From an optimization exercise on the open Yosys and OpenROAD flow, aimed at small area, a short achievable clock period and few clock cycles per item; shortcuts taken in it are not production practice.
The RTL was checked by simulation tests, not by an equivalence proof against the original design.
Power is estimated from default activity; no workload was simulated.

==> design.v <==
module cvu_contexts (
    input  wire        clk,
    input  wire        rst,
    input  wire        req_valid,
    output wire        req_ready,
    input  wire        req_write,
    input  wire [7:0]  req_waddr,
    input  wire [31:0] req_wdata,
    input  wire [3:0]  req_be,
    output wire        rsp_valid,
    output wire [31:0] rsp_rdata
);
    localparam [2:0] R_CFG    = 3'd0;
    localparam [2:0] R_CMD    = 3'd1;
    localparam [2:0] R_FEED   = 3'd2;
    localparam [2:0] R_STATE  = 3'd3;
    localparam [2:0] R_RESULT = 3'd4;
    localparam [2:0] R_COUNT  = 3'd5;
    localparam [1:0] ALG_CRC32  = 2'd1;
    localparam [1:0] ALG_CRC16  = 2'd2;
    function [31:0] f_c32c_1;
        input [31:0] s;
        input [7:0] b;
        input [7:0] c;
        begin
            f_c32c_1[0] = b[0] ^ b[1] ^ b[2] ^ b[3] ^ b[4] ^ s[0] ^ s[1] ^ s[2] ^ s[3] ^ s[4] ^ s[8];
            f_c32c_1[1] = b[0] ^ b[1] ^ b[2] ^ b[3] ^ b[4] ^ b[5] ^ s[0] ^ s[1] ^ s[2] ^ s[3] ^ s[4] ^ s[5] ^ s[9];
            f_c32c_1[2] = b[1] ^ b[2] ^ b[3] ^ b[4] ^ b[5] ^ b[6] ^ s[1] ^ s[2] ^ s[3] ^ s[4] ^ s[5] ^ s[6] ^ s[10];
            f_c32c_1[3] = b[2] ^ b[3] ^ b[4] ^ b[5] ^ b[6] ^ b[7] ^ s[2] ^ s[3] ^ s[4] ^ s[5] ^ s[6] ^ s[7] ^ s[11];
            f_c32c_1[4] = b[1] ^ b[2] ^ b[5] ^ b[6] ^ b[7] ^ s[1] ^ s[2] ^ s[5] ^ s[6] ^ s[7] ^ s[12];
            f_c32c_1[5] = b[1] ^ b[4] ^ b[6] ^ b[7] ^ s[1] ^ s[4] ^ s[6] ^ s[7] ^ s[13];
            f_c32c_1[6] = b[1] ^ b[3] ^ b[4] ^ b[5] ^ b[7] ^ s[1] ^ s[3] ^ s[4] ^ s[5] ^ s[7] ^ s[14];
            f_c32c_1[7] = b[1] ^ b[3] ^ b[5] ^ b[6] ^ s[1] ^ s[3] ^ s[5] ^ s[6] ^ s[15];
            f_c32c_1[8] = b[0] ^ b[2] ^ b[4] ^ b[6] ^ b[7] ^ s[0] ^ s[2] ^ s[4] ^ s[6] ^ s[7] ^ s[16];
            f_c32c_1[9] = b[0] ^ b[2] ^ b[4] ^ b[5] ^ b[7] ^ s[0] ^ s[2] ^ s[4] ^ s[5] ^ s[7] ^ s[17];
            f_c32c_1[10] = b[2] ^ b[4] ^ b[5] ^ b[6] ^ s[2] ^ s[4] ^ s[5] ^ s[6] ^ s[18];
            f_c32c_1[11] = b[3] ^ b[5] ^ b[6] ^ b[7] ^ s[3] ^ s[5] ^ s[6] ^ s[7] ^ s[19];
            f_c32c_1[12] = b[1] ^ b[2] ^ b[3] ^ b[6] ^ b[7] ^ s[1] ^ s[2] ^ s[3] ^ s[6] ^ s[7] ^ s[20];
            f_c32c_1[13] = b[1] ^ b[7] ^ s[1] ^ s[7] ^ s[21];
            f_c32c_1[14] = b[1] ^ b[3] ^ b[4] ^ s[1] ^ s[3] ^ s[4] ^ s[22];
            f_c32c_1[15] = b[0] ^ b[2] ^ b[4] ^ b[5] ^ s[0] ^ s[2] ^ s[4] ^ s[5] ^ s[23];
            f_c32c_1[16] = b[0] ^ b[1] ^ b[3] ^ b[5] ^ b[6] ^ s[0] ^ s[1] ^ s[3] ^ s[5] ^ s[6] ^ s[24];
            f_c32c_1[17] = b[0] ^ b[1] ^ b[2] ^ b[4] ^ b[6] ^ b[7] ^ s[0] ^ s[1] ^ s[2] ^ s[4] ^ s[6] ^ s[7] ^ s[25];
            f_c32c_1[18] = b[4] ^ b[5] ^ b[7] ^ s[4] ^ s[5] ^ s[7] ^ s[26];
            f_c32c_1[19] = b[0] ^ b[1] ^ b[2] ^ b[3] ^ b[4] ^ b[5] ^ b[6] ^ s[0] ^ s[1] ^ s[2] ^ s[3] ^ s[4] ^ s[5] ^ s[6] ^ s[27];
            f_c32c_1[20] = b[1] ^ b[2] ^ b[3] ^ b[4] ^ b[5] ^ b[6] ^ b[7] ^ s[1] ^ s[2] ^ s[3] ^ s[4] ^ s[5] ^ s[6] ^ s[7] ^ s[28];
            f_c32c_1[21] = b[0] ^ b[1] ^ b[5] ^ b[6] ^ b[7] ^ s[0] ^ s[1] ^ s[5] ^ s[6] ^ s[7] ^ s[29];
            f_c32c_1[22] = b[0] ^ b[3] ^ b[4] ^ b[6] ^ b[7] ^ s[0] ^ s[3] ^ s[4] ^ s[6] ^ s[7] ^ s[30];
            f_c32c_1[23] = b[2] ^ b[3] ^ b[5] ^ b[7] ^ s[2] ^ s[3] ^ s[5] ^ s[7] ^ s[31];
            f_c32c_1[24] = b[1] ^ b[2] ^ b[6] ^ s[1] ^ s[2] ^ s[6];
            f_c32c_1[25] = b[0] ^ b[2] ^ b[3] ^ b[7] ^ s[0] ^ s[2] ^ s[3] ^ s[7];
            f_c32c_1[26] = b[2] ^ s[2];
            f_c32c_1[27] = b[3] ^ s[3];
            f_c32c_1[28] = b[0] ^ b[4] ^ s[0] ^ s[4];
            f_c32c_1[29] = b[0] ^ b[1] ^ b[5] ^ s[0] ^ s[1] ^ s[5];
            f_c32c_1[30] = b[0] ^ b[1] ^ b[2] ^ b[6] ^ s[0] ^ s[1] ^ s[2] ^ s[6];
            f_c32c_1[31] = b[0] ^ b[1] ^ b[2] ^ b[3] ^ b[7] ^ s[0] ^ s[1] ^ s[2] ^ s[3] ^ s[7];
        end
    endfunction
    function [31:0] f_c32c_2;
        input [31:0] s;
        input [7:0] b;
        input [7:0] c;
        begin
            f_c32c_2[0] = b[0] ^ b[4] ^ b[7] ^ c[0] ^ c[1] ^ c[2] ^ c[3] ^ c[4] ^ s[0] ^ s[4] ^ s[7] ^ s[8] ^ s[9] ^ s[10] ^ s[11] ^ s[12] ^ s[16];
            f_c32c_2[1] = b[0] ^ b[1] ^ b[5] ^ c[0] ^ c[1] ^ c[2] ^ c[3] ^ c[4] ^ c[5] ^ s[0] ^ s[1] ^ s[5] ^ s[8] ^ s[9] ^ s[10] ^ s[11] ^ s[12] ^ s[13] ^ s[17];
            f_c32c_2[2] = b[0] ^ b[1] ^ b[2] ^ b[6] ^ c[1] ^ c[2] ^ c[3] ^ c[4] ^ c[5] ^ c[6] ^ s[0] ^ s[1] ^ s[2] ^ s[6] ^ s[9] ^ s[10] ^ s[11] ^ s[12] ^ s[13] ^ s[14] ^ s[18];
            f_c32c_2[3] = b[1] ^ b[2] ^ b[3] ^ b[7] ^ c[2] ^ c[3] ^ c[4] ^ c[5] ^ c[6] ^ c[7] ^ s[1] ^ s[2] ^ s[3] ^ s[7] ^ s[10] ^ s[11] ^ s[12] ^ s[13] ^ s[14] ^ s[15] ^ s[19];
            f_c32c_2[4] = b[0] ^ b[2] ^ b[3] ^ b[7] ^ c[1] ^ c[2] ^ c[5] ^ c[6] ^ c[7] ^ s[0] ^ s[2] ^ s[3] ^ s[7] ^ s[9] ^ s[10] ^ s[13] ^ s[14] ^ s[15] ^ s[20];
            f_c32c_2[5] = b[0] ^ b[1] ^ b[3] ^ b[7] ^ c[1] ^ c[4] ^ c[6] ^ c[7] ^ s[0] ^ s[1] ^ s[3] ^ s[7] ^ s[9] ^ s[12] ^ s[14] ^ s[15] ^ s[21];
            f_c32c_2[6] = b[0] ^ b[1] ^ b[2] ^ b[7] ^ c[1] ^ c[3] ^ c[4] ^ c[5] ^ c[7] ^ s[0] ^ s[1] ^ s[2] ^ s[7] ^ s[9] ^ s[11] ^ s[12] ^ s[13] ^ s[15] ^ s[22];
            f_c32c_2[7] = b[1] ^ b[2] ^ b[3] ^ b[4] ^ b[7] ^ c[1] ^ c[3] ^ c[5] ^ c[6] ^ s[1] ^ s[2] ^ s[3] ^ s[4] ^ s[7] ^ s[9] ^ s[11] ^ s[13] ^ s[14] ^ s[23];
            f_c32c_2[8] = b[2] ^ b[3] ^ b[4] ^ b[5] ^ c[0] ^ c[2] ^ c[4] ^ c[6] ^ c[7] ^ s[2] ^ s[3] ^ s[4] ^ s[5] ^ s[8] ^ s[10] ^ s[12] ^ s[14] ^ s[15] ^ s[24];
            f_c32c_2[9] = b[3] ^ b[5] ^ b[6] ^ b[7] ^ c[0] ^ c[2] ^ c[4] ^ c[5] ^ c[7] ^ s[3] ^ s[5] ^ s[6] ^ s[7] ^ s[8] ^ s[10] ^ s[12] ^ s[13] ^ s[15] ^ s[25];
            f_c32c_2[10] = b[6] ^ c[2] ^ c[4] ^ c[5] ^ c[6] ^ s[6] ^ s[10] ^ s[12] ^ s[13] ^ s[14] ^ s[26];
            f_c32c_2[11] = b[0] ^ b[7] ^ c[3] ^ c[5] ^ c[6] ^ c[7] ^ s[0] ^ s[7] ^ s[11] ^ s[13] ^ s[14] ^ s[15] ^ s[27];
            f_c32c_2[12] = b[0] ^ b[1] ^ b[4] ^ b[7] ^ c[1] ^ c[2] ^ c[3] ^ c[6] ^ c[7] ^ s[0] ^ s[1] ^ s[4] ^ s[7] ^ s[9] ^ s[10] ^ s[11] ^ s[14] ^ s[15] ^ s[28];
            f_c32c_2[13] = b[1] ^ b[2] ^ b[4] ^ b[5] ^ b[7] ^ c[1] ^ c[7] ^ s[1] ^ s[2] ^ s[4] ^ s[5] ^ s[7] ^ s[9] ^ s[15] ^ s[29];
            f_c32c_2[14] = b[2] ^ b[3] ^ b[4] ^ b[5] ^ b[6] ^ b[7] ^ c[1] ^ c[3] ^ c[4] ^ s[2] ^ s[3] ^ s[4] ^ s[5] ^ s[6] ^ s[7] ^ s[9] ^ s[11] ^ s[12] ^ s[30];
            f_c32c_2[15] = b[0] ^ b[3] ^ b[4] ^ b[5] ^ b[6] ^ b[7] ^ c[0] ^ c[2] ^ c[4] ^ c[5] ^ s[0] ^ s[3] ^ s[4] ^ s[5] ^ s[6] ^ s[7] ^ s[8] ^ s[10] ^ s[12] ^ s[13] ^ s[31];
            f_c32c_2[16] = b[1] ^ b[4] ^ b[5] ^ b[6] ^ b[7] ^ c[0] ^ c[1] ^ c[3] ^ c[5] ^ c[6] ^ s[1] ^ s[4] ^ s[5] ^ s[6] ^ s[7] ^ s[8] ^ s[9] ^ s[11] ^ s[13] ^ s[14];
            f_c32c_2[17] = b[0] ^ b[2] ^ b[5] ^ b[6] ^ b[7] ^ c[0] ^ c[1] ^ c[2] ^ c[4] ^ c[6] ^ c[7] ^ s[0] ^ s[2] ^ s[5] ^ s[6] ^ s[7] ^ s[8] ^ s[9] ^ s[10] ^ s[12] ^ s[14] ^ s[15];
            f_c32c_2[18] = b[1] ^ b[3] ^ b[4] ^ b[6] ^ c[4] ^ c[5] ^ c[7] ^ s[1] ^ s[3] ^ s[4] ^ s[6] ^ s[12] ^ s[13] ^ s[15];
            f_c32c_2[19] = b[2] ^ b[5] ^ c[0] ^ c[1] ^ c[2] ^ c[3] ^ c[4] ^ c[5] ^ c[6] ^ s[2] ^ s[5] ^ s[8] ^ s[9] ^ s[10] ^ s[11] ^ s[12] ^ s[13] ^ s[14];
            f_c32c_2[20] = b[3] ^ b[6] ^ c[1] ^ c[2] ^ c[3] ^ c[4] ^ c[5] ^ c[6] ^ c[7] ^ s[3] ^ s[6] ^ s[9] ^ s[10] ^ s[11] ^ s[12] ^ s[13] ^ s[14] ^ s[15];
            f_c32c_2[21] = b[0] ^ c[0] ^ c[1] ^ c[5] ^ c[6] ^ c[7] ^ s[0] ^ s[8] ^ s[9] ^ s[13] ^ s[14] ^ s[15];
            f_c32c_2[22] = b[1] ^ b[4] ^ b[7] ^ c[0] ^ c[3] ^ c[4] ^ c[6] ^ c[7] ^ s[1] ^ s[4] ^ s[7] ^ s[8] ^ s[11] ^ s[12] ^ s[14] ^ s[15];
            f_c32c_2[23] = b[0] ^ b[2] ^ b[4] ^ b[5] ^ b[7] ^ c[2] ^ c[3] ^ c[5] ^ c[7] ^ s[0] ^ s[2] ^ s[4] ^ s[5] ^ s[7] ^ s[10] ^ s[11] ^ s[13] ^ s[15];
            f_c32c_2[24] = b[0] ^ b[1] ^ b[3] ^ b[4] ^ b[5] ^ b[6] ^ b[7] ^ c[1] ^ c[2] ^ c[6] ^ s[0] ^ s[1] ^ s[3] ^ s[4] ^ s[5] ^ s[6] ^ s[7] ^ s[9] ^ s[10] ^ s[14];
            f_c32c_2[25] = b[0] ^ b[1] ^ b[2] ^ b[4] ^ b[5] ^ b[6] ^ b[7] ^ c[0] ^ c[2] ^ c[3] ^ c[7] ^ s[0] ^ s[1] ^ s[2] ^ s[4] ^ s[5] ^ s[6] ^ s[7] ^ s[8] ^ s[10] ^ s[11] ^ s[15];
            f_c32c_2[26] = b[1] ^ b[2] ^ b[3] ^ b[4] ^ b[5] ^ b[6] ^ c[2] ^ s[1] ^ s[2] ^ s[3] ^ s[4] ^ s[5] ^ s[6] ^ s[10];
            f_c32c_2[27] = b[2] ^ b[3] ^ b[4] ^ b[5] ^ b[6] ^ b[7] ^ c[3] ^ s[2] ^ s[3] ^ s[4] ^ s[5] ^ s[6] ^ s[7] ^ s[11];
            f_c32c_2[28] = b[0] ^ b[3] ^ b[4] ^ b[5] ^ b[6] ^ b[7] ^ c[0] ^ c[4] ^ s[0] ^ s[3] ^ s[4] ^ s[5] ^ s[6] ^ s[7] ^ s[8] ^ s[12];
            f_c32c_2[29] = b[1] ^ b[4] ^ b[5] ^ b[6] ^ b[7] ^ c[0] ^ c[1] ^ c[5] ^ s[1] ^ s[4] ^ s[5] ^ s[6] ^ s[7] ^ s[8] ^ s[9] ^ s[13];
            f_c32c_2[30] = b[2] ^ b[5] ^ b[6] ^ b[7] ^ c[0] ^ c[1] ^ c[2] ^ c[6] ^ s[2] ^ s[5] ^ s[6] ^ s[7] ^ s[8] ^ s[9] ^ s[10] ^ s[14];
            f_c32c_2[31] = b[3] ^ b[6] ^ b[7] ^ c[0] ^ c[1] ^ c[2] ^ c[3] ^ c[7] ^ s[3] ^ s[6] ^ s[7] ^ s[8] ^ s[9] ^ s[10] ^ s[11] ^ s[15];
        end
    endfunction
    function [31:0] f_c32_1;
        input [31:0] s;
        input [7:0] b;
        input [7:0] c;
        begin
            f_c32_1[0] = b[2] ^ s[2] ^ s[8];
            f_c32_1[1] = b[0] ^ b[3] ^ s[0] ^ s[3] ^ s[9];
            f_c32_1[2] = b[0] ^ b[1] ^ b[4] ^ s[0] ^ s[1] ^ s[4] ^ s[10];
            f_c32_1[3] = b[1] ^ b[2] ^ b[5] ^ s[1] ^ s[2] ^ s[5] ^ s[11];
            f_c32_1[4] = b[0] ^ b[2] ^ b[3] ^ b[6] ^ s[0] ^ s[2] ^ s[3] ^ s[6] ^ s[12];
            f_c32_1[5] = b[1] ^ b[3] ^ b[4] ^ b[7] ^ s[1] ^ s[3] ^ s[4] ^ s[7] ^ s[13];
            f_c32_1[6] = b[4] ^ b[5] ^ s[4] ^ s[5] ^ s[14];
            f_c32_1[7] = b[0] ^ b[5] ^ b[6] ^ s[0] ^ s[5] ^ s[6] ^ s[15];
            f_c32_1[8] = b[1] ^ b[6] ^ b[7] ^ s[1] ^ s[6] ^ s[7] ^ s[16];
            f_c32_1[9] = b[7] ^ s[7] ^ s[17];
            f_c32_1[10] = b[2] ^ s[2] ^ s[18];
            f_c32_1[11] = b[3] ^ s[3] ^ s[19];
            f_c32_1[12] = b[0] ^ b[4] ^ s[0] ^ s[4] ^ s[20];
            f_c32_1[13] = b[0] ^ b[1] ^ b[5] ^ s[0] ^ s[1] ^ s[5] ^ s[21];
            f_c32_1[14] = b[1] ^ b[2] ^ b[6] ^ s[1] ^ s[2] ^ s[6] ^ s[22];
            f_c32_1[15] = b[2] ^ b[3] ^ b[7] ^ s[2] ^ s[3] ^ s[7] ^ s[23];
            f_c32_1[16] = b[0] ^ b[2] ^ b[3] ^ b[4] ^ s[0] ^ s[2] ^ s[3] ^ s[4] ^ s[24];
            f_c32_1[17] = b[0] ^ b[1] ^ b[3] ^ b[4] ^ b[5] ^ s[0] ^ s[1] ^ s[3] ^ s[4] ^ s[5] ^ s[25];
            f_c32_1[18] = b[0] ^ b[1] ^ b[2] ^ b[4] ^ b[5] ^ b[6] ^ s[0] ^ s[1] ^ s[2] ^ s[4] ^ s[5] ^ s[6] ^ s[26];
            f_c32_1[19] = b[1] ^ b[2] ^ b[3] ^ b[5] ^ b[6] ^ b[7] ^ s[1] ^ s[2] ^ s[3] ^ s[5] ^ s[6] ^ s[7] ^ s[27];
            f_c32_1[20] = b[3] ^ b[4] ^ b[6] ^ b[7] ^ s[3] ^ s[4] ^ s[6] ^ s[7] ^ s[28];
            f_c32_1[21] = b[2] ^ b[4] ^ b[5] ^ b[7] ^ s[2] ^ s[4] ^ s[5] ^ s[7] ^ s[29];
            f_c32_1[22] = b[2] ^ b[3] ^ b[5] ^ b[6] ^ s[2] ^ s[3] ^ s[5] ^ s[6] ^ s[30];
            f_c32_1[23] = b[3] ^ b[4] ^ b[6] ^ b[7] ^ s[3] ^ s[4] ^ s[6] ^ s[7] ^ s[31];
            f_c32_1[24] = b[0] ^ b[2] ^ b[4] ^ b[5] ^ b[7] ^ s[0] ^ s[2] ^ s[4] ^ s[5] ^ s[7];
            f_c32_1[25] = b[0] ^ b[1] ^ b[2] ^ b[3] ^ b[5] ^ b[6] ^ s[0] ^ s[1] ^ s[2] ^ s[3] ^ s[5] ^ s[6];
            f_c32_1[26] = b[0] ^ b[1] ^ b[2] ^ b[3] ^ b[4] ^ b[6] ^ b[7] ^ s[0] ^ s[1] ^ s[2] ^ s[3] ^ s[4] ^ s[6] ^ s[7];
            f_c32_1[27] = b[1] ^ b[3] ^ b[4] ^ b[5] ^ b[7] ^ s[1] ^ s[3] ^ s[4] ^ s[5] ^ s[7];
            f_c32_1[28] = b[0] ^ b[4] ^ b[5] ^ b[6] ^ s[0] ^ s[4] ^ s[5] ^ s[6];
            f_c32_1[29] = b[0] ^ b[1] ^ b[5] ^ b[6] ^ b[7] ^ s[0] ^ s[1] ^ s[5] ^ s[6] ^ s[7];
            f_c32_1[30] = b[0] ^ b[1] ^ b[6] ^ b[7] ^ s[0] ^ s[1] ^ s[6] ^ s[7];
            f_c32_1[31] = b[1] ^ b[7] ^ s[1] ^ s[7];
        end
    endfunction
    function [31:0] f_c32_2;
        input [31:0] s;
        input [7:0] b;
        input [7:0] c;
        begin
            f_c32_2[0] = b[0] ^ b[4] ^ b[6] ^ b[7] ^ c[2] ^ s[0] ^ s[4] ^ s[6] ^ s[7] ^ s[10] ^ s[16];
            f_c32_2[1] = b[1] ^ b[5] ^ b[7] ^ c[0] ^ c[3] ^ s[1] ^ s[5] ^ s[7] ^ s[8] ^ s[11] ^ s[17];
            f_c32_2[2] = b[2] ^ b[6] ^ c[0] ^ c[1] ^ c[4] ^ s[2] ^ s[6] ^ s[8] ^ s[9] ^ s[12] ^ s[18];
            f_c32_2[3] = b[3] ^ b[7] ^ c[1] ^ c[2] ^ c[5] ^ s[3] ^ s[7] ^ s[9] ^ s[10] ^ s[13] ^ s[19];
            f_c32_2[4] = b[4] ^ c[0] ^ c[2] ^ c[3] ^ c[6] ^ s[4] ^ s[8] ^ s[10] ^ s[11] ^ s[14] ^ s[20];
            f_c32_2[5] = b[5] ^ c[1] ^ c[3] ^ c[4] ^ c[7] ^ s[5] ^ s[9] ^ s[11] ^ s[12] ^ s[15] ^ s[21];
            f_c32_2[6] = b[0] ^ b[4] ^ b[7] ^ c[4] ^ c[5] ^ s[0] ^ s[4] ^ s[7] ^ s[12] ^ s[13] ^ s[22];
            f_c32_2[7] = b[1] ^ b[5] ^ c[0] ^ c[5] ^ c[6] ^ s[1] ^ s[5] ^ s[8] ^ s[13] ^ s[14] ^ s[23];
            f_c32_2[8] = b[0] ^ b[2] ^ b[6] ^ c[1] ^ c[6] ^ c[7] ^ s[0] ^ s[2] ^ s[6] ^ s[9] ^ s[14] ^ s[15] ^ s[24];
            f_c32_2[9] = b[1] ^ b[3] ^ b[4] ^ b[6] ^ c[7] ^ s[1] ^ s[3] ^ s[4] ^ s[6] ^ s[15] ^ s[25];
            f_c32_2[10] = b[2] ^ b[5] ^ b[6] ^ c[2] ^ s[2] ^ s[5] ^ s[6] ^ s[10] ^ s[26];
            f_c32_2[11] = b[3] ^ b[6] ^ b[7] ^ c[3] ^ s[3] ^ s[6] ^ s[7] ^ s[11] ^ s[27];
            f_c32_2[12] = b[0] ^ b[4] ^ b[7] ^ c[0] ^ c[4] ^ s[0] ^ s[4] ^ s[7] ^ s[8] ^ s[12] ^ s[28];
            f_c32_2[13] = b[0] ^ b[1] ^ b[5] ^ c[0] ^ c[1] ^ c[5] ^ s[0] ^ s[1] ^ s[5] ^ s[8] ^ s[9] ^ s[13] ^ s[29];
            f_c32_2[14] = b[1] ^ b[2] ^ b[6] ^ c[1] ^ c[2] ^ c[6] ^ s[1] ^ s[2] ^ s[6] ^ s[9] ^ s[10] ^ s[14] ^ s[30];
            f_c32_2[15] = b[2] ^ b[3] ^ b[7] ^ c[2] ^ c[3] ^ c[7] ^ s[2] ^ s[3] ^ s[7] ^ s[10] ^ s[11] ^ s[15] ^ s[31];
            f_c32_2[16] = b[0] ^ b[3] ^ b[6] ^ b[7] ^ c[0] ^ c[2] ^ c[3] ^ c[4] ^ s[0] ^ s[3] ^ s[6] ^ s[7] ^ s[8] ^ s[10] ^ s[11] ^ s[12];
            f_c32_2[17] = b[0] ^ b[1] ^ b[4] ^ b[7] ^ c[0] ^ c[1] ^ c[3] ^ c[4] ^ c[5] ^ s[0] ^ s[1] ^ s[4] ^ s[7] ^ s[8] ^ s[9] ^ s[11] ^ s[12] ^ s[13];
            f_c32_2[18] = b[1] ^ b[2] ^ b[5] ^ c[0] ^ c[1] ^ c[2] ^ c[4] ^ c[5] ^ c[6] ^ s[1] ^ s[2] ^ s[5] ^ s[8] ^ s[9] ^ s[10] ^ s[12] ^ s[13] ^ s[14];
            f_c32_2[19] = b[0] ^ b[2] ^ b[3] ^ b[6] ^ c[1] ^ c[2] ^ c[3] ^ c[5] ^ c[6] ^ c[7] ^ s[0] ^ s[2] ^ s[3] ^ s[6] ^ s[9] ^ s[10] ^ s[11] ^ s[13] ^ s[14] ^ s[15];
            f_c32_2[20] = b[0] ^ b[1] ^ b[3] ^ b[6] ^ c[3] ^ c[4] ^ c[6] ^ c[7] ^ s[0] ^ s[1] ^ s[3] ^ s[6] ^ s[11] ^ s[12] ^ s[14] ^ s[15];
            f_c32_2[21] = b[1] ^ b[2] ^ b[6] ^ c[2] ^ c[4] ^ c[5] ^ c[7] ^ s[1] ^ s[2] ^ s[6] ^ s[10] ^ s[12] ^ s[13] ^ s[15];
            f_c32_2[22] = b[2] ^ b[3] ^ b[4] ^ b[6] ^ c[2] ^ c[3] ^ c[5] ^ c[6] ^ s[2] ^ s[3] ^ s[4] ^ s[6] ^ s[10] ^ s[11] ^ s[13] ^ s[14];
            f_c32_2[23] = b[3] ^ b[4] ^ b[5] ^ b[7] ^ c[3] ^ c[4] ^ c[6] ^ c[7] ^ s[3] ^ s[4] ^ s[5] ^ s[7] ^ s[11] ^ s[12] ^ s[14] ^ s[15];
            f_c32_2[24] = b[0] ^ b[5] ^ b[7] ^ c[0] ^ c[2] ^ c[4] ^ c[5] ^ c[7] ^ s[0] ^ s[5] ^ s[7] ^ s[8] ^ s[10] ^ s[12] ^ s[13] ^ s[15];
            f_c32_2[25] = b[1] ^ b[4] ^ b[7] ^ c[0] ^ c[1] ^ c[2] ^ c[3] ^ c[5] ^ c[6] ^ s[1] ^ s[4] ^ s[7] ^ s[8] ^ s[9] ^ s[10] ^ s[11] ^ s[13] ^ s[14];
            f_c32_2[26] = b[2] ^ b[5] ^ c[0] ^ c[1] ^ c[2] ^ c[3] ^ c[4] ^ c[6] ^ c[7] ^ s[2] ^ s[5] ^ s[8] ^ s[9] ^ s[10] ^ s[11] ^ s[12] ^ s[14] ^ s[15];
            f_c32_2[27] = b[0] ^ b[3] ^ b[4] ^ b[7] ^ c[1] ^ c[3] ^ c[4] ^ c[5] ^ c[7] ^ s[0] ^ s[3] ^ s[4] ^ s[7] ^ s[9] ^ s[11] ^ s[12] ^ s[13] ^ s[15];
            f_c32_2[28] = b[0] ^ b[1] ^ b[5] ^ b[6] ^ b[7] ^ c[0] ^ c[4] ^ c[5] ^ c[6] ^ s[0] ^ s[1] ^ s[5] ^ s[6] ^ s[7] ^ s[8] ^ s[12] ^ s[13] ^ s[14];
            f_c32_2[29] = b[1] ^ b[2] ^ b[6] ^ b[7] ^ c[0] ^ c[1] ^ c[5] ^ c[6] ^ c[7] ^ s[1] ^ s[2] ^ s[6] ^ s[7] ^ s[8] ^ s[9] ^ s[13] ^ s[14] ^ s[15];
            f_c32_2[30] = b[2] ^ b[3] ^ b[4] ^ b[6] ^ c[0] ^ c[1] ^ c[6] ^ c[7] ^ s[2] ^ s[3] ^ s[4] ^ s[6] ^ s[8] ^ s[9] ^ s[14] ^ s[15];
            f_c32_2[31] = b[3] ^ b[5] ^ b[6] ^ c[1] ^ c[7] ^ s[3] ^ s[5] ^ s[6] ^ s[9] ^ s[15];
        end
    endfunction
    function [31:0] f_c16_1;
        input [31:0] s;
        input [7:0] b;
        input [7:0] c;
        begin
            f_c16_1[0] = b[0] ^ b[4] ^ s[8] ^ s[12];
            f_c16_1[1] = b[1] ^ b[5] ^ s[9] ^ s[13];
            f_c16_1[2] = b[2] ^ b[6] ^ s[10] ^ s[14];
            f_c16_1[3] = b[3] ^ b[7] ^ s[11] ^ s[15];
            f_c16_1[4] = b[4] ^ s[12];
            f_c16_1[5] = b[0] ^ b[4] ^ b[5] ^ s[8] ^ s[12] ^ s[13];
            f_c16_1[6] = b[1] ^ b[5] ^ b[6] ^ s[9] ^ s[13] ^ s[14];
            f_c16_1[7] = b[2] ^ b[6] ^ b[7] ^ s[10] ^ s[14] ^ s[15];
            f_c16_1[8] = b[3] ^ b[7] ^ s[0] ^ s[11] ^ s[15];
            f_c16_1[9] = b[4] ^ s[1] ^ s[12];
            f_c16_1[10] = b[5] ^ s[2] ^ s[13];
            f_c16_1[11] = b[6] ^ s[3] ^ s[14];
            f_c16_1[12] = b[0] ^ b[4] ^ b[7] ^ s[4] ^ s[8] ^ s[12] ^ s[15];
            f_c16_1[13] = b[1] ^ b[5] ^ s[5] ^ s[9] ^ s[13];
            f_c16_1[14] = b[2] ^ b[6] ^ s[6] ^ s[10] ^ s[14];
            f_c16_1[15] = b[3] ^ b[7] ^ s[7] ^ s[11] ^ s[15];
            f_c16_1[16] = 1'b0;
            f_c16_1[17] = 1'b0;
            f_c16_1[18] = 1'b0;
            f_c16_1[19] = 1'b0;
            f_c16_1[20] = 1'b0;
            f_c16_1[21] = 1'b0;
            f_c16_1[22] = 1'b0;
            f_c16_1[23] = 1'b0;
            f_c16_1[24] = 1'b0;
            f_c16_1[25] = 1'b0;
            f_c16_1[26] = 1'b0;
            f_c16_1[27] = 1'b0;
            f_c16_1[28] = 1'b0;
            f_c16_1[29] = 1'b0;
            f_c16_1[30] = 1'b0;
            f_c16_1[31] = 1'b0;
        end
    endfunction
    function [31:0] f_c16_2;
        input [31:0] s;
        input [7:0] b;
        input [7:0] c;
        begin
            f_c16_2[0] = b[0] ^ b[3] ^ b[4] ^ c[0] ^ c[4] ^ s[0] ^ s[4] ^ s[8] ^ s[11] ^ s[12];
            f_c16_2[1] = b[1] ^ b[4] ^ b[5] ^ c[1] ^ c[5] ^ s[1] ^ s[5] ^ s[9] ^ s[12] ^ s[13];
            f_c16_2[2] = b[2] ^ b[5] ^ b[6] ^ c[2] ^ c[6] ^ s[2] ^ s[6] ^ s[10] ^ s[13] ^ s[14];
            f_c16_2[3] = b[3] ^ b[6] ^ b[7] ^ c[3] ^ c[7] ^ s[3] ^ s[7] ^ s[11] ^ s[14] ^ s[15];
            f_c16_2[4] = b[0] ^ b[4] ^ b[7] ^ c[4] ^ s[4] ^ s[8] ^ s[12] ^ s[15];
            f_c16_2[5] = b[0] ^ b[1] ^ b[3] ^ b[4] ^ b[5] ^ c[0] ^ c[4] ^ c[5] ^ s[0] ^ s[4] ^ s[5] ^ s[8] ^ s[9] ^ s[11] ^ s[12] ^ s[13];
            f_c16_2[6] = b[1] ^ b[2] ^ b[4] ^ b[5] ^ b[6] ^ c[1] ^ c[5] ^ c[6] ^ s[1] ^ s[5] ^ s[6] ^ s[9] ^ s[10] ^ s[12] ^ s[13] ^ s[14];
            f_c16_2[7] = b[2] ^ b[3] ^ b[5] ^ b[6] ^ b[7] ^ c[2] ^ c[6] ^ c[7] ^ s[2] ^ s[6] ^ s[7] ^ s[10] ^ s[11] ^ s[13] ^ s[14] ^ s[15];
            f_c16_2[8] = b[0] ^ b[3] ^ b[4] ^ b[6] ^ b[7] ^ c[3] ^ c[7] ^ s[3] ^ s[7] ^ s[8] ^ s[11] ^ s[12] ^ s[14] ^ s[15];
            f_c16_2[9] = b[0] ^ b[1] ^ b[4] ^ b[5] ^ b[7] ^ c[4] ^ s[4] ^ s[8] ^ s[9] ^ s[12] ^ s[13] ^ s[15];
            f_c16_2[10] = b[1] ^ b[2] ^ b[5] ^ b[6] ^ c[5] ^ s[5] ^ s[9] ^ s[10] ^ s[13] ^ s[14];
            f_c16_2[11] = b[2] ^ b[3] ^ b[6] ^ b[7] ^ c[6] ^ s[6] ^ s[10] ^ s[11] ^ s[14] ^ s[15];
            f_c16_2[12] = b[0] ^ b[7] ^ c[0] ^ c[4] ^ c[7] ^ s[0] ^ s[4] ^ s[7] ^ s[8] ^ s[15];
            f_c16_2[13] = b[0] ^ b[1] ^ c[1] ^ c[5] ^ s[1] ^ s[5] ^ s[8] ^ s[9];
            f_c16_2[14] = b[1] ^ b[2] ^ c[2] ^ c[6] ^ s[2] ^ s[6] ^ s[9] ^ s[10];
            f_c16_2[15] = b[2] ^ b[3] ^ c[3] ^ c[7] ^ s[3] ^ s[7] ^ s[10] ^ s[11];
            f_c16_2[16] = 1'b0;
            f_c16_2[17] = 1'b0;
            f_c16_2[18] = 1'b0;
            f_c16_2[19] = 1'b0;
            f_c16_2[20] = 1'b0;
            f_c16_2[21] = 1'b0;
            f_c16_2[22] = 1'b0;
            f_c16_2[23] = 1'b0;
            f_c16_2[24] = 1'b0;
            f_c16_2[25] = 1'b0;
            f_c16_2[26] = 1'b0;
            f_c16_2[27] = 1'b0;
            f_c16_2[28] = 1'b0;
            f_c16_2[29] = 1'b0;
            f_c16_2[30] = 1'b0;
            f_c16_2[31] = 1'b0;
        end
    endfunction
    function [1:0] lane_first;
        input [3:0] e;
        input       swap;
        begin
            if (!swap) lane_first = e[0] ? 2'd0 : e[1] ? 2'd1 : e[2] ? 2'd2 : 2'd3;
            else       lane_first = e[3] ? 2'd3 : e[2] ? 2'd2 : e[1] ? 2'd1 : 2'd0;
        end
    endfunction
    function [1:0] lane_second;
        input [3:0] e;
        input       swap;
        reg   [3:0] m;
        begin
            m = e & ~(4'b0001 << lane_first(e, swap));
            lane_second = lane_first(m, swap);
        end
    endfunction
    reg        stall_q;
    reg        a_v;
    reg        a_wr;
    reg        a_ctxacc;
    reg        a_dg;
    reg [3:0]  a_ctx;
    reg [15:0] a_oh;             
    reg [2:0]  a_reg;
    reg [31:0] a_wd;
    reg [3:0]  a_be;
    reg [5:0]  dg_q;
    wire acc = req_valid & ~stall_q;
    wire       in_ctxacc = req_waddr[7] ^ req_waddr[6];
    wire [3:0] in_ctx    = {req_waddr[7], req_waddr[5:3]};
    wire [2:0] in_reg    = req_waddr[2:0];
    wire in_needsc = in_ctxacc &&
                     (req_write ? (in_reg == R_FEED)
                                : (in_reg == R_STATE || in_reg == R_RESULT || in_reg == R_COUNT));
    wire a_feed = a_v && a_wr && a_ctxacc && (a_reg == R_FEED);
    always @(posedge clk) begin
        if (rst) begin
            stall_q <= 1'b0;
            a_v     <= 1'b0;
        end else begin
            stall_q <= acc && a_feed && in_needsc && (in_ctx == a_ctx);
            if (!stall_q)
                a_v <= req_valid;
        end
        if (acc) begin
            a_wr     <= req_write;
            a_ctxacc <= in_ctxacc;
            a_dg     <= (req_waddr == 8'h01);
            a_ctx    <= in_ctx;
            a_oh     <= 16'h0001 << in_ctx;
            a_reg    <= in_reg;
            a_wd     <= req_wdata;
            a_be     <= req_be;
        end
    end
    always @(posedge clk) begin
        if (rst)
            dg_q <= 6'h0;
        else if (a_v && !stall_q && a_wr && a_dg)
            dg_q <= a_wd[5:0];
    end
    wire [16*32-1:0] s_all;
    wire [16*32-1:0] cnt_all;
    wire [16*2-1:0]  alg_all;
    wire [15:0]      swap_all;
    reg        r_v;
    reg [3:0]  r_ctx;
    reg        r_feed, r_cfgw, r_init, r_stw, r_cntw, r_rd;
    reg [2:0]  r_rsel;           
    reg [31:0] r_wd;             
    reg [2:0]  r_nb;             
    reg [8:0]  r_k;              
    reg [31:0] r_s;
    reg [31:0] r_cnt;
    reg [1:0]  r_alg;
    reg        r_swap;
    reg        x_v;
    reg [3:0]  x_ctx;
    reg        x_feed, x_ws, x_wc, x_wcfg;
    reg [31:0] x_data;           
    reg [31:0] x_cnt;
    reg [1:0]  x_alg;
    reg        x_swap;
    reg [3:0]  x_k;              
    reg [15:0] x_bytes;
    reg        w_v;
    reg [3:0]  w_ctx;
    reg [15:0] w_oh;             
    reg        w_ws, w_wc, w_wcfg;
    reg [31:0] w_s;
    reg [31:0] w_cnt;
    reg [1:0]  w_alg;
    reg        w_swap;
    reg        r_usew;           
    wire [31:0] x_s_fin = ({32{x_k[0]}} & f_c32c_2(x_data, x_bytes[7:0], x_bytes[15:8])) |
                          ({32{x_k[1]}} & f_c32_2(x_data, x_bytes[7:0], x_bytes[15:8]))  |
                          ({32{x_k[2]}} & f_c16_2(x_data, x_bytes[7:0], x_bytes[15:8]))  |
                          ({32{x_k[3]}} & x_data);
    wire        r_16 = (r_alg == ALG_CRC16);
    wire [31:0] r_sv    = r_usew ? w_s : r_s;
    wire [31:0] r_s_simple = r_init ? (r_16 ? 32'h0000FFFF : 32'hFFFFFFFF)
                                    : (r_16 ? {16'h0, r_wd[15:0]} : r_wd);
    wire [31:0] r_cnt_simple = r_init ? 32'h0 : r_wd;
    reg [31:0] r_rdata;
    always @(*) begin
        case (r_rsel)
            R_CFG:    r_rdata = {27'h0, r_swap, 2'b00, r_alg};
            R_STATE:  r_rdata = r_16 ? {16'h0, r_sv[15:0]} : r_sv;
            R_RESULT: r_rdata = r_16 ? {16'h0, r_sv[15:0]} : ~r_sv;
            R_COUNT:  r_rdata = r_cnt;
            3'd6:     r_rdata = r_wd;
            default:  r_rdata = 32'h0;
        endcase
    end
    reg [31:0] rf_s, rf_cnt;
    reg [1:0]  rf_alg;
    reg        rf_swap;
    integer k;
    always @(*) begin
        rf_s = 32'h0; rf_cnt = 32'h0; rf_alg = 2'h0; rf_swap = 1'b0;
        for (k = 0; k < 16; k = k + 1) begin
            rf_s    = rf_s    | (s_all[32*k +: 32]   & {32{a_oh[k]}});
            rf_cnt  = rf_cnt  | (cnt_all[32*k +: 32] & {32{a_oh[k]}});
            rf_alg  = rf_alg  | (alg_all[2*k +: 2]   & {2{a_oh[k]}});
            rf_swap = rf_swap | (swap_all[k] & a_oh[k]);
        end
    end
    reg hit_r, hit_x, hit_w;
    always @(posedge clk) begin
        if (rst) begin
            hit_r <= 1'b0;
            hit_x <= 1'b0;
            hit_w <= 1'b0;
        end else if (stall_q) begin
            hit_r <= 1'b0;
            hit_x <= hit_r;
            hit_w <= hit_x;
        end else begin
            hit_r <= a_v && (a_ctx == in_ctx);
            hit_x <= r_v && (r_ctx == in_ctx);
            hit_w <= x_v && (x_ctx == in_ctx);
        end
    end
    wire hit_rs = hit_r && (r_init || r_stw);
    wire a_usew = !hit_rs && hit_x && x_ws && x_feed;
    wire [31:0] a_s = hit_rs           ? r_s_simple :
                      (hit_x && x_ws)  ? x_data     :
                      (hit_w && w_ws)  ? w_s        : rf_s;
    wire [31:0] a_cnt = (hit_r && (r_init || r_cntw)) ? r_cnt_simple :
                        (hit_x && x_wc)               ? x_cnt        :
                        (hit_w && w_wc)               ? w_cnt        : rf_cnt;
    wire [1:0]  a_alg = (hit_r && r_cfgw) ? r_wd[1:0] :
                        (hit_x && x_wcfg) ? x_alg     :
                        (hit_w && w_wcfg) ? w_alg     : rf_alg;
    wire        a_swap = (hit_r && r_cfgw) ? r_wd[4] :
                         (hit_x && x_wcfg) ? x_swap  :
                         (hit_w && w_wcfg) ? w_swap  : rf_swap;
    wire [1:0] a_l0f = lane_first(a_be, 1'b0),  a_l1f = lane_first(a_be, 1'b1);
    wire [1:0] a_l0s = lane_second(a_be, 1'b0), a_l1s = lane_second(a_be, 1'b1);
    wire [1:0] a_l0l = lane_first(a_be, 1'b1),  a_l1l = lane_first(a_be, 1'b0);
    wire       a_all = &a_be;
    wire [1:0] a_lf  = a_swap ? a_l1f : a_l0f;
    wire [1:0] a_ls  = a_swap ? a_l1s : a_l0s;
    wire [1:0] a_ll  = a_swap ? a_l1l : a_l0l;
    wire [1:0] a_lx  = a_all ? (a_swap ? 2'd1 : 2'd2) : a_ls;
    wire [31:0] a_pack = {a_wd[8*a_ll +: 8], a_wd[8*a_lx +: 8], a_wd[8*a_ls +: 8], a_wd[8*a_lf +: 8]};
    wire a_ok  = a_v && !stall_q;
    wire a_cw  = a_wr && a_ctxacc;
    wire       a_feedop = a_cw && (a_reg == R_FEED);
    wire [2:0] a_nb  = {2'b00, a_be[0]} + {2'b00, a_be[1]} + {2'b00, a_be[2]} + {2'b00, a_be[3]};
    wire       a_one = a_nb[0];
    wire       a_two = !a_nb[0] && (a_nb[2] || a_nb[1]);
    wire       a_c32  = (a_alg == ALG_CRC32);
    wire       a_c16  = (a_alg == ALG_CRC16);
    wire       a_c32c = !a_c32 && !a_c16;
    always @(posedge clk) begin
        if (rst)
            r_v <= 1'b0;
        else
            r_v <= a_ok;
        r_ctx  <= a_ctx;
        r_feed <= a_cw && (a_reg == R_FEED);
        r_cfgw <= a_cw && (a_reg == R_CFG);
        r_init <= a_cw && (a_reg == R_CMD) && a_wd[0];
        r_stw  <= a_cw && (a_reg == R_STATE);
        r_cntw <= a_cw && (a_reg == R_COUNT);
        r_rd   <= !a_wr;
        r_rsel <= a_dg ? 3'd6 : a_ctxacc ? ((a_reg[2:1] == 2'b11) ? 3'd7 : a_reg) : 3'd7;
        r_wd   <= (a_dg && !a_wr)             ? {26'h0, dg_q} :
                  (a_cw && (a_reg == R_FEED)) ? a_pack :
                                                a_wd;
        r_nb   <= a_nb;
        r_k[0] <= a_feedop && a_one && a_c32c;
        r_k[1] <= a_feedop && a_one && a_c32;
        r_k[2] <= a_feedop && a_one && a_c16;
        r_k[3] <= a_feedop && a_two && a_c32c;
        r_k[4] <= a_feedop && a_two && a_c32;
        r_k[5] <= a_feedop && a_two && a_c16;
        r_k[6] <= a_feedop && (a_nb == 3'd0);
        r_k[7] <= !a_wr;
        r_k[8] <= a_wr && !a_feedop;
        r_s    <= a_s;
        r_cnt  <= a_cnt;
        r_alg  <= a_alg;
        r_swap <= a_swap;
        r_usew <= a_usew;
    end
    wire x_two_n = r_feed && (r_nb[2] || (r_nb[1] && r_nb[0]));
    always @(posedge clk) begin
        if (rst)
            x_v <= 1'b0;
        else
            x_v <= r_v;
        x_ctx  <= r_ctx;
        x_feed <= r_feed;
        x_ws   <= r_v && (r_feed || r_init || r_stw);
        x_wc   <= r_v && (r_feed || r_init || r_cntw);
        x_wcfg <= r_v && r_cfgw;
        x_data <= ({32{r_k[0]}} & f_c32c_1(r_sv, r_wd[7:0], 8'h0))        |
                  ({32{r_k[1]}} & f_c32_1(r_sv, r_wd[7:0], 8'h0))         |
                  ({32{r_k[2]}} & f_c16_1(r_sv, r_wd[7:0], 8'h0))         |
                  ({32{r_k[3]}} & f_c32c_2(r_sv, r_wd[7:0], r_wd[15:8])) |
                  ({32{r_k[4]}} & f_c32_2(r_sv, r_wd[7:0], r_wd[15:8]))  |
                  ({32{r_k[5]}} & f_c16_2(r_sv, r_wd[7:0], r_wd[15:8]))  |
                  ({32{r_k[6]}} & r_sv)                                  |
                  ({32{r_k[7]}} & r_rdata)                               |
                  ({32{r_k[8]}} & r_s_simple);
        x_cnt  <= r_feed ? r_cnt + {29'h0, r_nb} : r_cnt_simple;
        x_alg  <= r_cfgw ? r_wd[1:0] : r_alg;
        x_swap <= r_wd[4];
        x_k[0]  <= x_two_n && (r_alg != ALG_CRC32) && (r_alg != ALG_CRC16);
        x_k[1]  <= x_two_n && (r_alg == ALG_CRC32);
        x_k[2]  <= x_two_n && (r_alg == ALG_CRC16);
        x_k[3]  <= !x_two_n;
        x_bytes <= r_wd[31:16];
    end
    always @(posedge clk) begin
        if (rst) begin
            w_v  <= 1'b0;
            w_oh <= 16'h0;
        end else begin
            w_v  <= x_v;
            w_oh <= x_v ? (16'h0001 << x_ctx) : 16'h0;
        end
        w_ctx  <= x_ctx;
        w_ws   <= x_ws;
        w_wc   <= x_wc;
        w_wcfg <= x_wcfg;
        w_s    <= x_s_fin;
        w_cnt  <= x_cnt;
        w_alg  <= x_alg;
        w_swap <= x_swap;
    end
    wire [31:0] wb_s    = rst ? 32'h0 : w_s;
    wire [31:0] wb_cnt  = rst ? 32'h0 : w_cnt;
    wire [1:0]  wb_alg  = rst ? 2'h0  : w_alg;
    wire        wb_swap = ~rst & w_swap;
    genvar c;
    generate
        for (c = 0; c < 16; c = c + 1) begin : g_ctx
            wire we_s  = rst | (w_oh[c] & w_ws);
            wire we_c  = rst | (w_oh[c] & w_wc);
            wire we_g  = rst | (w_oh[c] & w_wcfg);
            reg [31:0] s_q;
            reg [31:0] cnt_q;
            reg [1:0]  alg_q;
            reg        swap_q;
            assign s_all[32*c +: 32]   = s_q;
            assign cnt_all[32*c +: 32] = cnt_q;
            assign alg_all[2*c +: 2]   = alg_q;
            assign swap_all[c]         = swap_q;
            always @(posedge clk) begin
                s_q    <= (wb_s & {32{we_s}})    | (s_q & {32{~we_s}});
                cnt_q  <= (wb_cnt & {32{we_c}})  | (cnt_q & {32{~we_c}});
                alg_q  <= (wb_alg & {2{we_g}})   | (alg_q & {2{~we_g}});
                swap_q <= (wb_swap & we_g)       | (swap_q & ~we_g);
            end
        end
    endgenerate
    assign req_ready = ~stall_q;
    assign rsp_valid = x_v;
    assign rsp_rdata = x_data;
endmodule
==> run.sh <==
#!/bin/bash
# synth_recipe.tcl (not shown) runs the flow's synth.tcl, then flattens the netlist and writes it again
# the make line also repeats each setting of config.mk as NAME=value (left out here)
make -C /OpenROAD-flow-scripts/flow DESIGN_CONFIG=/design/flow/config.mk WORK_HOME=/design/flow/orfs CLKGATE_MAP_FILE= SYNTH_SCRIPT=/design/flow/synth_recipe.tcl finish
==> config.mk <==
export PLATFORM = sky130hd
export DESIGN_NAME = cvu_contexts
export DESIGN_NICKNAME = cvu_contexts
export VERILOG_FILES = /design/flow/design.v
export SDC_FILE = /design/flow/constraint.sdc
export NUM_CORES = 4
export LEC_CHECK = 0
export CAP_MARGIN = 20
export CORE_MARGIN = 2
export CORE_UTILIZATION = 45
export CTS_BUF_LIST = sky130_fd_sc_hd__clkbuf_16
export CTS_CLUSTER_DIAMETER = 60
export CTS_CLUSTER_SIZE = 30
export PLACE_DENSITY = 0.6
export SETUP_SLACK_MARGIN = 4.8
export SLEW_MARGIN = 20
==> constraint.sdc <==
create_clock -name core_clock -period 8.0 [get_ports {clk}]
set_input_delay 1.6000 -clock core_clock [delete_from_list [all_inputs] [get_ports {clk}]]
set_output_delay 1.6000 -clock core_clock [all_outputs]
set_load 0.01 [all_outputs]
==> results of run 1 <==
## worst paths after layout
path | from | to | slack [ns]
max | w_s[6] | x_data[15] | 4.74
min reg2reg | x_cnt[18] | w_cnt[18] | 0.33
max reg2reg | w_s[6] | x_data[15] | 4.74
min | x_cnt[18] | w_cnt[18] | 0.33
## stage by stage
| stage | setup slack (ns) | std cells | hold slack (ns) | util (%) |
|---|---|---|---|---|
| 2_1_floorplan | 4.804 | 4941 | 0.3290 | - |
| 3_5_place_dp | 3.726 | 6752 | 0.3355 | 47.78 |
| 4_1_cts | 4.763 | 6991 | 0.3406 | 51.10 |
| 6_report | 4.735 | 7001 | 0.3342 | 51.34 |
| 3_3_place_gp | 3.739 | 6752 | 0.3361 | 47.76 |
| 5_1_grt | 4.692 | 6996 | 0.3499 | 51.34 |
## layer usage
layer	wire length [µm]	global-route usage, %	vias to the layer above
met2	108800	48.50	2672
li1	-	-	18906
met5	101	0	-
met4	11480	12.83	8
met3	25440	7.052	525
met1	101000	45.00	22974
## cell usage in the layout (no fill, tap or decap), types with 35 or more instances in the layout
cell / count
sky130_fd_sc_hd__a21oi_1: 70
sky130_fd_sc_hd__a221oi_1: 224
sky130_fd_sc_hd__a222oi_1: 38
sky130_fd_sc_hd__a22o_1: 188
sky130_fd_sc_hd__a22oi_1: 198
sky130_fd_sc_hd__a31oi_1: 56
sky130_fd_sc_hd__and3_1: 64
sky130_fd_sc_hd__buf_4: 162
sky130_fd_sc_hd__clkbuf_16: 108
sky130_fd_sc_hd__clkdlybuf4s50_1: 46
sky130_fd_sc_hd__dfxtp_1: 281
sky130_fd_sc_hd__edfxtp_1: 1134
sky130_fd_sc_hd__inv_1: 59
sky130_fd_sc_hd__mux2i_1: 62
sky130_fd_sc_hd__nand2_1: 215
sky130_fd_sc_hd__nand4_1: 81
sky130_fd_sc_hd__nor2_1: 116
sky130_fd_sc_hd__nor2b_1: 63
sky130_fd_sc_hd__nor3_1: 35
sky130_fd_sc_hd__o211ai_1: 80
sky130_fd_sc_hd__o21ai_0: 127
sky130_fd_sc_hd__xnor2_1: 747
sky130_fd_sc_hd__xnor2_2: 43
sky130_fd_sc_hd__xnor3_1: 42
sky130_fd_sc_hd__xor2_1: 237
## power breakdown
part	internal, µW	total (µW)	switching (µW)
clock	2920	6130	3210
combinational	3370	8010	4640
sequential	8990	9510	523
## critical path, cell delays in order, from the launching register on
cell and delay (ns):
sky130_fd_sc_hd__dfxtp_1 0.68, sky130_fd_sc_hd__xor2_1 0.29, sky130_fd_sc_hd__xnor2_1 0.12, sky130_fd_sc_hd__mux2i_2 0.49
sky130_fd_sc_hd__xor2_1 0.43, sky130_fd_sc_hd__xnor3_1 0.53, sky130_fd_sc_hd__xnor2_1 0.48, sky130_fd_sc_hd__a211o_1 0.20
## cell type report
| class | count | area, µm² | area share, % |
|---|---|---|---|
| antenna | 5 | 12.51 | 0.01668 |
| clock buffer | 108 | 2703 | 3.603 |
| clock inverter | 95 | 1326 | 1.768 |
| inverter | 60 | 229.0 | 0.3053 |
| multi-input combinational | 3089 | 25290 | 33.72 |
| sequential | 1452 | 40530 | 54.03 |
| tap | 1917 | 2399 | 3.198 |
| timing repair buffer | 275 | 2524 | 3.365 |
## logic make-up after synthesis
| family | count (synthesis) | share of synthesized area [%] |
|---|---|---|
| AOI/OAI and AO/OA | 1171 | 13.41 |
| xor gates and xnor gates | 1097 | 15.84 |
| adders and majority gates | 14 | 0.2865 |
| buffers and inverters | 400 | 2.403 |
| DFF | 1452 | 60.89 |
| muxes | 109 | 1.821 |
| and+or+nand+nor | 698 | 5.353 |
## timing repair
item,CTS,global route
hold buffers,0,0
buffers inserted,36,5
endpoints found under the setup margin,181,572
pin swaps,2,3
resized for setup,180,52
gates cloned,0,0
==> summary.txt, run 1 <==
Across the VDD grid, the largest voltage drop is 0.2426 mV. Power per unit of standard cell area: 315.4 nW/µm². The biggest area contributor in the post-synthesis netlist is sky130_fd_sc_hd__edfxtp_1. The layout has 12,576 filler cells. The critical path endpoint category was a flop. The area share of the largest cell type after synthesis was 51.30%.

The die area is 150,600 µm², and the layout-stage area growth over the synthesis result is 12.99%. The logs give 152,600 µm for the half-perimeter wire length of the detailed placement result and 8 for the initial antenna violation count. The tools report the effective utilization at floorplan as 45.44%. The worst hold path belongs to the class flop to flop. The maximum number of pins on one net before global-route repair was 83; the post-synthesis sequential area ratio was 60.89%. STA classifies the critical path startpoint as a flop.

The post-route cell area was 75,010 µm². TritonCTS built the clock tree. The final net count was 5,047. The share of final-layout standard cells stronger than drive strength 1 works out to 12.44%.

The tools report the maximum level of the CTS H-tree as 3. Clock-pin slew of the registers on the worst-case setup and hold paths: 0.09 ns. The logs give 6,478 for the initial DRC count and 42,525 for the via count of the first global-routing pass.

Setup repair after global routing could not meet its margin everywhere. The total number of placement rows is 140. Once detail routing completed, the nets flagged for antenna violations numbered 0.

The run gives 69,800 µm² as the post-place instance area. For this block, the routed nets add up to 246,800 µm of wire. The wire length per cell works out to 35.25 µm.

For the floorplan core area, the log shows 146,100 µm². For the worst flop-to-flop path, the logic depth is 7. The tools report the worst max-slew margin expressed relative to the limit as 12.13%.

The first detailed-routing pass took 8 iterations. Setup violations remaining at the end of the flow were counted as 0. The run gives 23,650 µW as the total power after layout. In the routed layout, each cell is associated on average with a via count of 6.440. After layout, the worst path uses 40.81% of the clock period. In the synthesized netlist the dominant register cell turns out to be sky130_fd_sc_hd__edfxtp_1. Static timing analysis puts the maximum clock frequency at 306.3 MHz. Count of yosys warnings during synthesis: 1.

In the post-synthesis netlist, the biggest area contributors are sky130_fd_sc_hd__edfxtp_1, sky130_fd_sc_hd__xnor2_1, sky130_fd_sc_hd__dfxtp_1, sky130_fd_sc_hd__xor2_1, sky130_fd_sc_hd__a221oi_1. The overall die height is 388.1 µm, and the first-pass GRT wire length is 341,800 µm. Global routing finished with a remaining overflow of 0.

The congestion estimate from routability-driven global placement came to 1.020. The count of input and output buffers is 81, and the largest clock skew in the final design is 0.05375 ns. Summing every instance area after synthesis gives 66,380 µm². The number of CTS-inserted buffers is 107. The startpoint-to-endpoint class of the critical path is flop to flop.

The tools report the hold violation count in the final report as 0. Yosys instantiated no cell more often than sky130_fd_sc_hd__edfxtp_1. The total number of clock tree sinks is 1,452, and the flop and latch count out of synthesis is 1,452.

Data on the critical path is required at its endpoint by 8.72 ns. At the pin with the least slew margin, the transition time is 1.293 ns. For this design the static power due to leakage is 0.02654 µW. Counting flops with an async set or reset pin after synthesis yields a share of 0%.

The I/O pin count was 82; the total number of vias was 45,085. The logs give 0 for the max-slew violation count and 4,941 for the gate count of the mapped netlist. Along the worst path, the maximum fanout reaches 6. Global routing used 32.10% of the available tracks. Measured along the x axis, the die boundary spans 388.1 µm. The run gives 0.79 ns as the insertion delay of the later-clocked pin in the worst-skew pair.

The tool flagged a number of max-cap violations equal to 0. The run finished with no timing, DRC or antenna violations. Average footprint of a synthesized cell: 13.44 µm². The root buffer cell chosen for the clock tree is sky130_fd_sc_hd__clkbuf_16. Data arrives at the worst endpoint at 3.98 ns.

The setup TNS is 0 ns. The clock passes through at most 3 buffers. The number of nets handed over by synthesis was 5,003. Total DRC errors in the routed layout: 0.

The netlist uses 75 different library cells. The worst hold path was traced through 0 stages. Ranked by instance count, the synthesized netlist is headed by sky130_fd_sc_hd__edfxtp_1, sky130_fd_sc_hd__xnor2_1, sky130_fd_sc_hd__dfxtp_1.

The worst path needs 3.265 ns of the cycle, external delays included. The number of enable-type register cells in the synthesized netlist came out at 1,134.
Testbench counts, summed over its fixed seeds: cycles 24,624, accesses 24,000.
==> run 2, diff against run 1 <==
--- a/config.mk
+++ b/config.mk
@@ -12,5 +12,5 @@
 export CTS_CLUSTER_DIAMETER = 60
 export CTS_CLUSTER_SIZE = 30
 export PLACE_DENSITY = 0.6
-export SETUP_SLACK_MARGIN = 4.8
+export SETUP_SLACK_MARGIN = 5.0
 export SLEW_MARGIN = 20
==> run 2 against run 1 <==
Still clean on timing, DRC and antenna. Combinational power up 3.5%. Via count is 1.6% higher. Total power is 0.90% higher. Utilization increased by 1.2 points. Synthesized area unchanged. Sequential power hardly changed. Critical path depth is 1 higher. Register-to-register slack gained 0.15 ns. First-iteration DRC count grew 3.5%. Wire length increased by 1.5%. Highest routed layer unchanged.
==> summary.txt, run 2 <==
The max-capacitance violation count was 0 (unchanged); the via-per-instance ratio was 6.430 (-0.15%). Average footprint of a synthesized cell: 13.44 µm² (unchanged). TritonCTS built the clock tree. The run gives 1.035 (+1.5%) as the final weighted congestion in routability-driven placement. Startpoint of the worst hold path: x_cnt[26]. The logs give 5,003 (unchanged) for the synthesized net count and 321.2 MHz (+4.9%) for the achievable frequency.

The initial antenna violation count was 10 (+2). Final cycle utilization of the critical path: 38.92% (-1.9 points). Setup repair after global routing could not meet its margin everywhere.

The tools report the critical register-to-register path startpoint as r_wd[10]. STA classifies the critical path endpoint as a flop. Sorting the synthesized cells by area gives the leading types as sky130_fd_sc_hd__edfxtp_1, sky130_fd_sc_hd__xnor2_1, sky130_fd_sc_hd__dfxtp_1, sky130_fd_sc_hd__xor2_1, sky130_fd_sc_hd__a221oi_1. Leaving out fill and tap cells, the most frequent cells in the layout are sky130_fd_sc_hd__edfxtp_1, sky130_fd_sc_hd__xnor2_1, sky130_fd_sc_hd__dfxtp_1. The final net count is 5,167 (+2.4%), and the global route total overflow is 0 (unchanged). Fraction of registers with async set or reset after synthesis: 0% (unchanged). The worst setup path is launched from a flop. The logs give 42,866 (+0.80%) for the via count of the first global-routing pass and 1 (unchanged) for the count of yosys warnings during synthesis. The run gives 4,941 (unchanged) as the gate count of the mapped netlist.

Cell with the most instances after synthesis: sky130_fd_sc_hd__edfxtp_1. The root buffer cell was sky130_fd_sc_hd__clkbuf_16. The required arrival time at the worst endpoint came out at 8.61 ns (-0.11 ns).

The post-route minimum period is 3.114 ns (-0.1513 ns), and the horizontal extent of the die is 388.1 µm (unchanged). The run gives 3.72 ns (-0.26 ns) as the data arrival time at the worst-slack endpoint. The run gives 0 ns (unchanged) as the setup TNS.

The post-synthesis sequential area ratio came out at 60.89% (unchanged). The first-pass GRT wire length came out at 341,300 µm (-0.16%). The die area is 150,600 µm² (unchanged).

The logs give 140 (unchanged) for the total number of placement rows and 146,100 µm² (unchanged) for the floorplan core area. The total number of clock tree sinks was 1,452 (unchanged). The logs give 3 (unchanged) for the buffer levels on the longest clock path and 6,704 (+3.5%) for the initial DRC count. The half-perimeter wire length of the detailed placement result was 150,600 µm (-1.4%). The leading area contributor after synthesis is sky130_fd_sc_hd__edfxtp_1. The worst vdd rail ir drop was 0.2638 mV (+8.8%). The detailed-router iteration count before antenna repair came out at 9 (+1). The worst hold slack came out at 0.3379 ns (+0.003692 ns).

The run gives 0.02736 µW (+3.1%) as the leakage power. Hold buffer count at CTS: 0 (unchanged). The slew at the pin closest to its max-slew limit was 1.208 ns (-0.08419 ns); the wire length after detailed routing was 250,400 µm (+1.5%). In the synthesized netlist, the cells that appear most often are sky130_fd_sc_hd__edfxtp_1, sky130_fd_sc_hd__xnor2_1, sky130_fd_sc_hd__dfxtp_1.

The area share of the largest cell type after synthesis came out at 51.30% (unchanged). Final setup violation count: 0 (unchanged). The run gives 107 (unchanged) as the number of CTS-inserted buffers. The run finished with no timing, DRC or antenna violations. Among all flip-flop cells after synthesis, the most frequent one is sky130_fd_sc_hd__edfxtp_1.

The largest clock skew in the final design is 0.06599 ns (+0.01223 ns), and the combined area of all synthesized cells is 66,380 µm² (unchanged). The tools report the maximum number of pins on one net before global-route repair as 93 (+12%). The maximum level of the CTS H-tree is 3 (unchanged), and the I/O pin count is 82 (unchanged). The total number of vias is 45,810 (+1.6%). The critical path starts at r_wd[10]. The effective utilization at floorplan was 45.44% (unchanged); the maximum fanout along the worst path was 15 (+9). From synthesis to final layout, the design area changed by 15.72%. The total DRC errors in the routed layout was 0 (unchanged); the count of antenna-violating nets left after detailed routing was 0 (unchanged). Power per unit of standard cell area: 310.7 nW/µm² (-1.5%).

The class of the tightest hold or removal check was flop to flop. The wire length per cell is 35.15 µm (-0.29%), and the count of input and output buffers is 81 (unchanged). The overall die height came out at 388.1 µm (unchanged). The critical path is of the flop to flop type. The flop and latch count out of synthesis works out to 1,452 (unchanged). The insertion delay of the later-clocked pin in the worst-skew pair was 0.78 ns (about the same). For the max-slew violation count, the log shows 0 (unchanged). Count of cell types in the netlist: 75 (unchanged). The hold violation count in the final report was 0 (unchanged); the worst max-slew margin expressed relative to the limit was 17.85% (+5.7 points).

The commonest non-fill, non-tap cell in the layout was sky130_fd_sc_hd__edfxtp_1. The run gives 12,288 (-2.3%) as the number of filler instances in the final layout. The clock-pin slew of the registers on the worst-case setup and hold paths is 0.09 ns (about the same), and the overall routing resource usage is 31.95% (-0.15 points). Share of final-layout standard cells stronger than drive strength 1: 16.10% (+3.7 points). Number of enable-type register cells in the synthesized netlist: 1,134 (unchanged).
==> run 2: cell counts after synthesis <==
Identical to the previous run, type by type.
==> run 2: critical path: stages, from the launching register on <==
cell and delay (ns):
sky130_fd_sc_hd__dfxtp_1 0.30, sky130_fd_sc_hd__buf_4 0.26, sky130_fd_sc_hd__xnor2_1 0.66, sky130_fd_sc_hd__xnor2_1 0.24
sky130_fd_sc_hd__xnor2_1 0.43, sky130_fd_sc_hd__xor2_1 0.22, sky130_fd_sc_hd__xnor2_1 0.12, sky130_fd_sc_hd__a221oi_2 0.53
sky130_fd_sc_hd__o211ai_1 0.16
==> run 2: routing by layer <==
| metal | vias up | wire [µm] | track usage, % | share of wire [%] |
|---|---|---|---|---|
| li1 | 19144 | - | - | - |
| met1 | 23287 | 100100 | 44.71 | 40 |
| met2 | 2836 | 110700 | 48.07 | 44 |
| met3 | 537 | 28010 | 7.244 | 11 |
| met4 | 6 | 11490 | 13.03 | 4.6 |
| met5 | - | 42 | 0 | 0.017 |
==> run 2: final cells by class <==
| type | count | area, µm² | share of cell area (%) |
|---|---|---|---|
| Clock inverter | 96 | 1353 | 1.761 |
| Inverter | 60 | 231.5 | 0.3013 |
| Antenna cell | 7 | 17.52 | 0.02280 |
| Multi-Input combinational cell | 3100 | 26020 | 33.87 |
| Sequential cell | 1452 | 40540 | 52.78 |
| Tap cell | 1917 | 2399 | 3.122 |
| Clock buffer | 108 | 2703 | 3.518 |
| Timing Repair Buffer | 384 | 3551 | 4.623 |
==> run 2: report_power, final <==
part	leakage [µW]	switching, µW	internal [µW]
logic	0.0112	4740	3550
clock network	0.00195	3270	2830
registers	0.0142	487	8990
==> run 2: path summary, 6_finish.rpt <==
check | slack [ns] | to | cells past startpoint
worst max-delay path | 4.89 | x_data[9] | 8
worst min-delay path | 0.34 | w_cnt[26] | 0
worst min register to register | 0.34 | w_cnt[26] | 0
worst max register to register | 4.89 | x_data[9] | 8
==> run 2: kinds of logic after synthesis <==
logic type	count (synthesis)	share of synthesized area (%)
muxes	109	1.821
xor gates and xnor gates	1097	15.84
buffers and inverters	400	2.403
adders and majority gates	14	0.2865
DFF	1452	60.89
and+or+nand+nor	698	5.353
AOI/OAI and AO/OA	1171	13.41
==> run 2: timing repair <==
action / CTS / global route
setup buffers: 73 / 55
hold endpoints to repair: 0 / 0
setup endpoints to repair: 333 / 534
cloned: 1 / 14
resized for setup: 357 / 109
pin swaps: 6 / 14
==> run 2: per-stage QoR <==
step | utilization [%] | instances | cell area (µm²) | total power [µW] | setup slack [ns]
floorplan | - | 4941 | 66620 | 14850 | 4.926
global placement | 47.84 | 6769 | 69880 | 17250 | 3.875
detailed placement | 47.84 | 6769 | 69890 | 17220 | 3.813
CTS | 51.69 | 7047 | 75510 | 23510 | 4.666
global route | 52.57 | 7117 | 76800 | 24570 | 4.932
finish | 52.58 | 7124 | 76820 | 23870 | 4.886

## separate check: timing with driven ports
The results above use ideal ports. As a check the final layouts listed here were re-extracted and re-timed, cells and wires unchanged.
Step 1: set_driving_cell puts a clkbuf_16 on clk and a buf_2 on each other input, an assumption about the parent block.
Step 2 also shifts input and output timing later by t, the mid clock arrival at the registers, as if the neighbouring blocks saw the same clock.
Slacks: ideal / step 1 / step 2; pairs: ideal / step 1.
run	t, ns	setup WS [ns]	worst register clock-pin slew, ns
run 1	0.836	4.735 / 4.735 / 4.081	0.10 / 0.10
run 2	0.831	4.886 / 4.886 / 4.133	0.10 / 0.10
After both steps setup and hold are still met in every run listed. The setup slack of run 2, which loses most, moves by 0.000 ns with the drivers and by -0.753 ns with both steps.
